Source: an optimization exercise on an open RTL-to-GDS flow (aim: small area, a short achievable clock period and few clock cycles per item). Production flows keep margins and buffers that such runs may drop.
The RTL was checked by simulation tests, not by an equivalence proof against the original design.

Design geo_corr, start of the top module:
module geo_corr (
    input  wire         clk,
    input  wire         rst,
    input  wire [31:0]  a0, a1, a2,
    input  wire [31:0]  b0, b1, b2,
    input  wire [31:0]  zofs, zgain,
    input  wire [31:0]  fxmin, fymin, fxmax, fymax,
    input  wire         in_valid,
    output reg          in_ready,
    input  wire [31:0]  in_x, in_y, in_z,
    output reg          out_valid,
    output reg  [31:0]  out_x, out_y, out_z,
    output reg  [2:0]   out_sat,
    output wire         mem_req,
    output wire [12:0]  mem_addr,
    input  wire [95:0]  mem_rdata
);
clock: 22.0 ns
lec_check: 0
abc_area: 1
cap_margin: 20
core_margin: 2
core_utilization: 40
cts_cluster_diameter: 120
cts_cluster_size: 18
place_density: 0.6
slew_margin: 20
standard.sh (not shown) runs the stock make flow with config.mk's settings and CLKGATE_MAP_FILE= SYNTH_SCRIPT=/design/flow/synth_recipe.tcl, a recipe that flattens the netlist after the stock synthesis.
==> flow/flow/run.sh <==
#!/bin/bash
# Layout: the standard ORFS flow (standard.sh: unchanged synthesis and steps, the design's
# clock and constraints), with two optimisation settings passed to it:
#  - the buffers that buffer_ports puts on every input and output port are
#    sky130_fd_sc_hd__buf_2 instead of the flow's default (a 10 um2 delay buffer);
#  - repair_timing aims for 16 ns of setup slack, so that it shortens the critical paths
#    (the clock period stays the design's).
set -euo pipefail
export BUFFER_PORTS_ARGS="-buffer_cell sky130_fd_sc_hd__buf_2"
export SETUP_SLACK_MARGIN=16
bash standard.sh > standard.log 2>&1
Testbench counts at the start, summed over its fixed seeds: cycles 33,824, items 2,048.
Next try:
--- a/flow/design.v
+++ b/flow/design.v
@@ -7825,27 +7825,28 @@
         if (h[23]) cx0 <= cxn;
         cx <= cxn; cy <= cyn;
         ma <= man;
         ma_ok <= ~(man[12] & man[7]);
     end
     wire [12:0] man = {rowc, 6'd0} + {6'd0, rowc} + {6'd0, colc};
     assign mem_req = mrq;
     assign mem_addr = {ma[12], ma[11:8] & {4{~ma[12]}}, ma[7] & ~(ma[12] & ma_ok), ma[6:0] & {7{ma_ok}}};
-    reg [33:0] rr0, rr1;                 
+    reg [33:0] rr0, rr1, rr2;            
     wire [33:0] rn0, rn1, rn2;
     wire rdone = h[30] | h[34] | h[38] | h[42];
     wire pload = h[13] | h[17] | h[21] | h[25];
     wire pslot = h[14] | h[18] | h[22] | h[26];
     reg [31:0] f2x, f2y;                 
     wire [31:0] pmop = h[13] ? {16'd0, fx} : h[17] ? {16'd0, fyr} : h[21] ? f2x : f2y;
     wire [15:0] pmdg = h[13] ? fx : (h[17] | h[25]) ? fyr : fxr;
     always @(posedge clk) begin
         rr0 <= pload ? {2'b00, pmop} : rdone ? rn0 : rr1;
-        rr1 <= rdone ? rn1 : rn2;        
+        rr1 <= rdone ? rn1 : rr2;
+        rr2 <= rn2;
     end
     reg [1:0] cs, cl;
     wire [1:0] cs_n = h[30] ? 2'd0 : cs + 2'd1;
     wire [1:0] cl_n = h[30] ? 2'd0 : (cs == 2'd3) ? cl + 2'd1 : cl;
     reg [31:0] wy [0:3];
     wire [1:0] wyi = cs_n - cl_n;
     wire [15:0] cone_n, ctwo_n, cneg_n;
     geo_booth_enc u_ce (.w(pload ? {16'd0, pmdg} : wy[wyi]), .one(cone_n), .two(ctwo_n), .neg(cneg_n));
@@ -7894,43 +7895,37 @@
         wy[0] <= (h[29] | h[30] | h[31] | h[32]) ? cw : wy[3];
         wy[1] <= wy[0]; wy[2] <= wy[1]; wy[3] <= wy[2];
     end
     reg [31:0] wring [0:3];
     reg [3:0] pc;
     wire [31:0] wuse = (pc < 4'd4) ? cw : wring[3];
     wire [15:0] lone_n, ltwo_n, lneg_n;
     geo_booth_enc u_le (.w(wuse), .one(lone_n), .two(ltwo_n), .neg(lneg_n));
-    reg [15:0] lone0, ltwo0, lneg0, lone1, ltwo1, lneg1, lone2, ltwo2, lneg2;
-    reg first0, first1, first2;          
+    reg [15:0] lone0, ltwo0, lneg0, lone1, ltwo1, lneg1;
+    reg first0, first1;                  
     wire firstn = (pc[1:0] == 2'd0);
     always @(posedge clk) begin
         pc <= h[24] ? 4'd0 : pc + 4'd1;
         wring[0] <= wuse; wring[1] <= wring[0]; wring[2] <= wring[1]; wring[3] <= wring[2];
         lone0 <= lone_n;  ltwo0 <= ltwo_n;  lneg0 <= lneg_n;  first0 <= firstn;
         lone1 <= ~lone_n; ltwo1 <= ~ltwo_n; lneg1 <= ~lneg_n; first1 <= ~firstn;
-        lone2 <= lone0;   ltwo2 <= ltwo0;   lneg2 <= lneg0;   first2 <= first0;
     end
     reg [95:0] nreg;
-    reg [31:0] n2d;                      
-    always @(posedge clk) begin
-        nreg <= mem_rdata;
-        n2d <= nreg[95:64];
-    end
+    always @(posedge clk) nreg <= mem_rdata;
     genvar g;
     generate for (g = 0; g < 3; g = g + 1) begin : g_lane
         reg [63:0] las, lac;
         wire [63:0] ts, tc;
         wire [33:0] rn;
-        wire [15:0] one = (g == 0) ? lone0 : (g == 1) ? ~lone1 : lone2;
-        wire [15:0] two = (g == 0) ? ltwo0 : (g == 1) ? ~ltwo1 : ltwo2;
-        wire [15:0] neg = (g == 0) ? lneg0 : (g == 1) ? ~lneg1 : lneg2;
-        wire        fst = (g == 0) ? first0 : (g == 1) ? ~first1 : first2;
-        wire [31:0] nd  = (g == 2) ? n2d : nreg[32*g +: 32];
-        geo_lane_tree u_t (.one(one), .two(two), .neg(neg), .n(nd),
+        wire [15:0] one = (g == 0) ? lone0 : ~lone1;
+        wire [15:0] two = (g == 0) ? ltwo0 : ~ltwo1;
+        wire [15:0] neg = (g == 0) ? lneg0 : ~lneg1;
+        wire        fst = (g == 0) ? first0 : ~first1;
+        geo_lane_tree u_t (.one(one), .two(two), .neg(neg), .n(nreg[32*g +: 32]),
                            .as_(las), .ac_(lac), .first(fst), .s(ts), .c(tc));
         geo_lane_sum u_s (.s(las), .c(lac), .r(rn));
         always @(posedge clk) begin
             las <= ts; lac <= tc;
         end
         if (g == 0) assign rn0 = rn;
         if (g == 1) assign rn1 = rn;
         if (g == 2) assign rn2 = rn;
Worst setup slack gets better by 0.065 ns.
Die area went down by 0.30%.
Final area is about the same.
Fmax went up by about 1.1%.
Testbench counts after the change, summed over its fixed seeds: cycles 33,824, items 2,048.

[static timing again, ports no longer ideal]
How much do the figures lean on ideal ports? The routed layouts below were timed once more, with nothing changed but the port constraints. Step 1, drivers: a clkbuf_16 drives clk and a buf_2 each remaining input, both assumed. Step 2 moves the port delays by t, midway between the first and last clock arrival at a register: inputs arrive t later, outputs are due t later. That takes back most of the time a late clock gives input paths. a / b / c = ideal ports / drivers / drivers and shift; a / b = the first two.
run	t (ns)	setup WS [ns]	latest minus earliest clock arrival (ns)
the first run	1.061	16.016 / 15.879 / 15.336	0.110 / 0.110
the second run	1.087	16.081 / 15.963 / 15.370	0.183 / 0.183
After both steps setup and hold are still met in every run listed. The setup slack of the second run, which loses most, moves by -0.118 ns with the drivers and by -0.711 ns with both steps.
